Source: an optimization exercise on an open RTL-to-GDS flow (aim: small area, a short achievable clock period and few clock cycles per item). Production flows keep margins and buffers that such runs may drop.
Only simulation tests tie the RTL to the original design; equivalence was not proved.
Power and IR drop assume default switching activity.

Setup of cedar:
Design bfe_rho, start of the top module:
module bfe_rho (
    input  wire               clk,
    input  wire               rst,
    input  wire               in_valid,
    output wire               in_ready,
    input  wire               in_last,
    input  wire               in_elided,
    input  wire signed [15:0] in_w_i,
    input  wire signed [15:0] in_w_q,
    output wire               out_valid,
    input  wire               out_ready,
    output wire        [14:0] out_rho,
    output wire               out_null
);
==> flow/config.mk <==
export PLATFORM = sky130hd
export DESIGN_NAME = bfe_rho
export DESIGN_NICKNAME = bfe_rho
export VERILOG_FILES = /design/flow/design.v
export SDC_FILE = /design/flow/constraint.sdc
export NUM_CORES = 4
export LEC_CHECK = 0
export CAP_MARGIN = 20
export CORE_MARGIN = 2
export CORE_UTILIZATION = 40
export SLEW_MARGIN = 20
==> flow/constraint.sdc <==
create_clock -name core_clock -period 12.0 [get_ports {clk}]
set_input_delay 2.4000 -clock core_clock [delete_from_list [all_inputs] [get_ports {clk}]]
set_output_delay 2.4000 -clock core_clock [all_outputs]
set_load 0.01 [all_outputs]
standard.sh (not shown) runs the stock make flow with config.mk's settings and CLKGATE_MAP_FILE= SYNTH_SCRIPT=/design/flow/synth_recipe.tcl, a recipe that flattens the netlist after the stock synthesis.
==> flow/flow/run.sh <==
#!/bin/bash
# Layout flow: the standard ORFS flow (standard.sh), with
#  - the standard synthesis, unchanged (standard.sh synth);
#  - flow/fa_polarity.py on its netlist: full adders are used on complemented
#    signals where that saves inverters (same cells otherwise, same registers);
#  - ports buffered with buf_2 rather than the default delay buffer;
#  - timing repair aimed at SETUP_SLACK_MARGIN ns of slack at the 12 ns clock;
#  - the further ORFS settings listed in flow/extra.txt, one VAR=value a line.
# Each step's output goes to a log file of its own here.
set -euo pipefail
MARGIN=$(cat flow/margin.txt)
ARGS=("SETUP_SLACK_MARGIN=$MARGIN" "BUFFER_PORTS_ARGS=-buffer_cell sky130_fd_sc_hd__buf_2")
while IFS= read -r line; do
  if [[ -n "$line" ]]; then ARGS+=("$line"); fi
done < flow/extra.txt
RES=orfs/results/sky130hd/bfe_rho/base
bash standard.sh "${ARGS[@]}" synth > flow_synth.log 2>&1
cp $RES/1_2_yosys.v $RES/1_2_yosys.standard.v
python3 flow/fa_polarity.py $RES/1_2_yosys.standard.v $RES/1_2_yosys.v > fa_polarity.log 2>&1
rm -f $RES/1_synth.odb $RES/1_synth.sdc
bash standard.sh "${ARGS[@]}" finish > flow_finish.log 2>&1
==> flow/flow/extra.txt <==
CTS_CLUSTER_SIZE=30
CTS_CLUSTER_DIAMETER=60
CTS_BUF_LIST=sky130_fd_sc_hd__clkbuf_8
CORE_UTILIZATION=55
==> flow/flow/margin.txt <==
8.3
Other scripts of this flow, unchanged in this note and not shown: flow/flow/fa_polarity.py
The flow did not stop early for cedar: all stages ran, and the layout cleared the timing, design-rule and antenna checks.
Testbench counts of cedar, summed over its fixed seeds: cycles 24,375, sets 480.
diff inputs: cedar => garnet
--- a/flow/flow/extra.txt
+++ b/flow/flow/extra.txt
@@ -4 +4 @@
-CORE_UTILIZATION=55
+MATCH_CELL_FOOTPRINT=0
==> results.txt <==
In the final reports, the cell area of garnet is larger than that of cedar. Timing-limited maximum frequency: garnet and cedar compared, lower one is garnet. Number of global-route vias before repair in garnet vs cedar: up 224. Route | garnet vs cedar | wire shorter in garnet. garnet vs cedar — clock-buffer cell count dropped 2.6%. Area inside the core boundary in garnet is 0.016 mm² higher than in cedar. Synthesized net count: cedar vs garnet identical. When the final numbers for garnet and cedar were put side by side, the pin count of the biggest net entering global routing turned out to be greater in cedar. The starting density of the core number comes out higher for cedar vs garnet. Non-clock buffer count, garnet and cedar: lower on cedar. Higher cell count was reported by garnet, not cedar.
Setup changes, garnet to delta
--- a/flow/flow/extra.txt
+++ b/flow/flow/extra.txt
@@ -4 +3,0 @@
-MATCH_CELL_FOOTPRINT=0
--- outcome ---
- Compared to garnet, the router laid down less metal wire for delta.
- Diff garnet..delta | global-route usage | negligible
- Diff garnet -> delta: final worst slack rose 0.046 ns; filler-free cell count of the finished design lower; worst hold-check slack decreased 0.015 ns; total power after layout lower.
[inputs] indigo vs delta
==> flow/flow/margin.txt <==
8.2
==> comparison <==
Diff delta -> indigo: count of non-filler cells in the finished layout decreased 0.54%, achievable clock frequency decreased 2.4%, total design power decreased about 1.4%. Final setup slack of the worst path deteriorates in indigo relative to delta. Re synthesized instance count: no difference whatsoever between delta and indigo. Endpoint of the most critical setup path: out_rho[10] -> indigo, out_rho[1] -> delta. Final area: indigo vs delta down about 0.9%. On total area of multi-input combinational cells, delta tracks indigo almost exactly. indigo vs. delta: weighted congestion at the end of routability-driven global placement went up by 0.011. Routed wire in indigo totals less than in delta.
Setup changes, indigo to pepper
==> flow/flow/margin.txt <==
8.4
==> comparison <==
- pepper finished all stages; the layout is clean.
- Min mean number of vias per cell across indigo and pepper: indigo
- Changes observed in pepper relative to indigo: routed wire length picked up an extra 5.4%, non-clock buffer count saw an increase, worst setup slack now sits higher.
- Changes observed in pepper relative to indigo: relative area change from synthesis to final layout picked up an extra 4.2 points, worst slack on hold paths picked up an extra 0.0035 ns.

-- static timing again, ports no longer ideal --
How much do the figures lean on ideal ports? The routed layouts below were timed once more, with nothing changed but the port constraints.
Step 1 (the two cells are an assumption about what drives the block):
set clk [get_ports {clk}]
set_driving_cell -lib_cell sky130_fd_sc_hd__clkbuf_16 $clk
set_driving_cell -lib_cell sky130_fd_sc_hd__buf_2 [delete_from_list [all_inputs] $clk]
Step 2 adds t to the input delays and takes it off the output delays; t is the mean of the earliest and latest rising clock arrival at the registers after step 1. Input paths then give back, and output paths get back, about the clock's delay inside the block.
a / b / c = ideal / step 1 / step 2; a / b = the first two.
| run | shift t [ns] | slack for setup (ns) | worst setup path after step 2 | pins driven straight from the clock port |
|---|---|---|---|---|
| cedar | 0.661 | 8.337 / 8.284 / 8.021 | input to register | 1 |
| garnet | 0.645 | 8.293 / 8.238 / 8.103 | input to register | 1 |
| delta | 0.653 | 8.339 / 8.282 / 8.067 | input to register | 1 |
| indigo | 0.662 | 8.248 / 8.188 / 8.112 | input to register | 1 |
| pepper | 0.642 | 8.293 / 8.235 / 8.143 | input to register | 1 |
After both steps setup and hold are still met in every run listed. For cedar, which loses most, drivers alone change the setup slack by -0.053 ns; drivers and shift together by -0.316 ns.
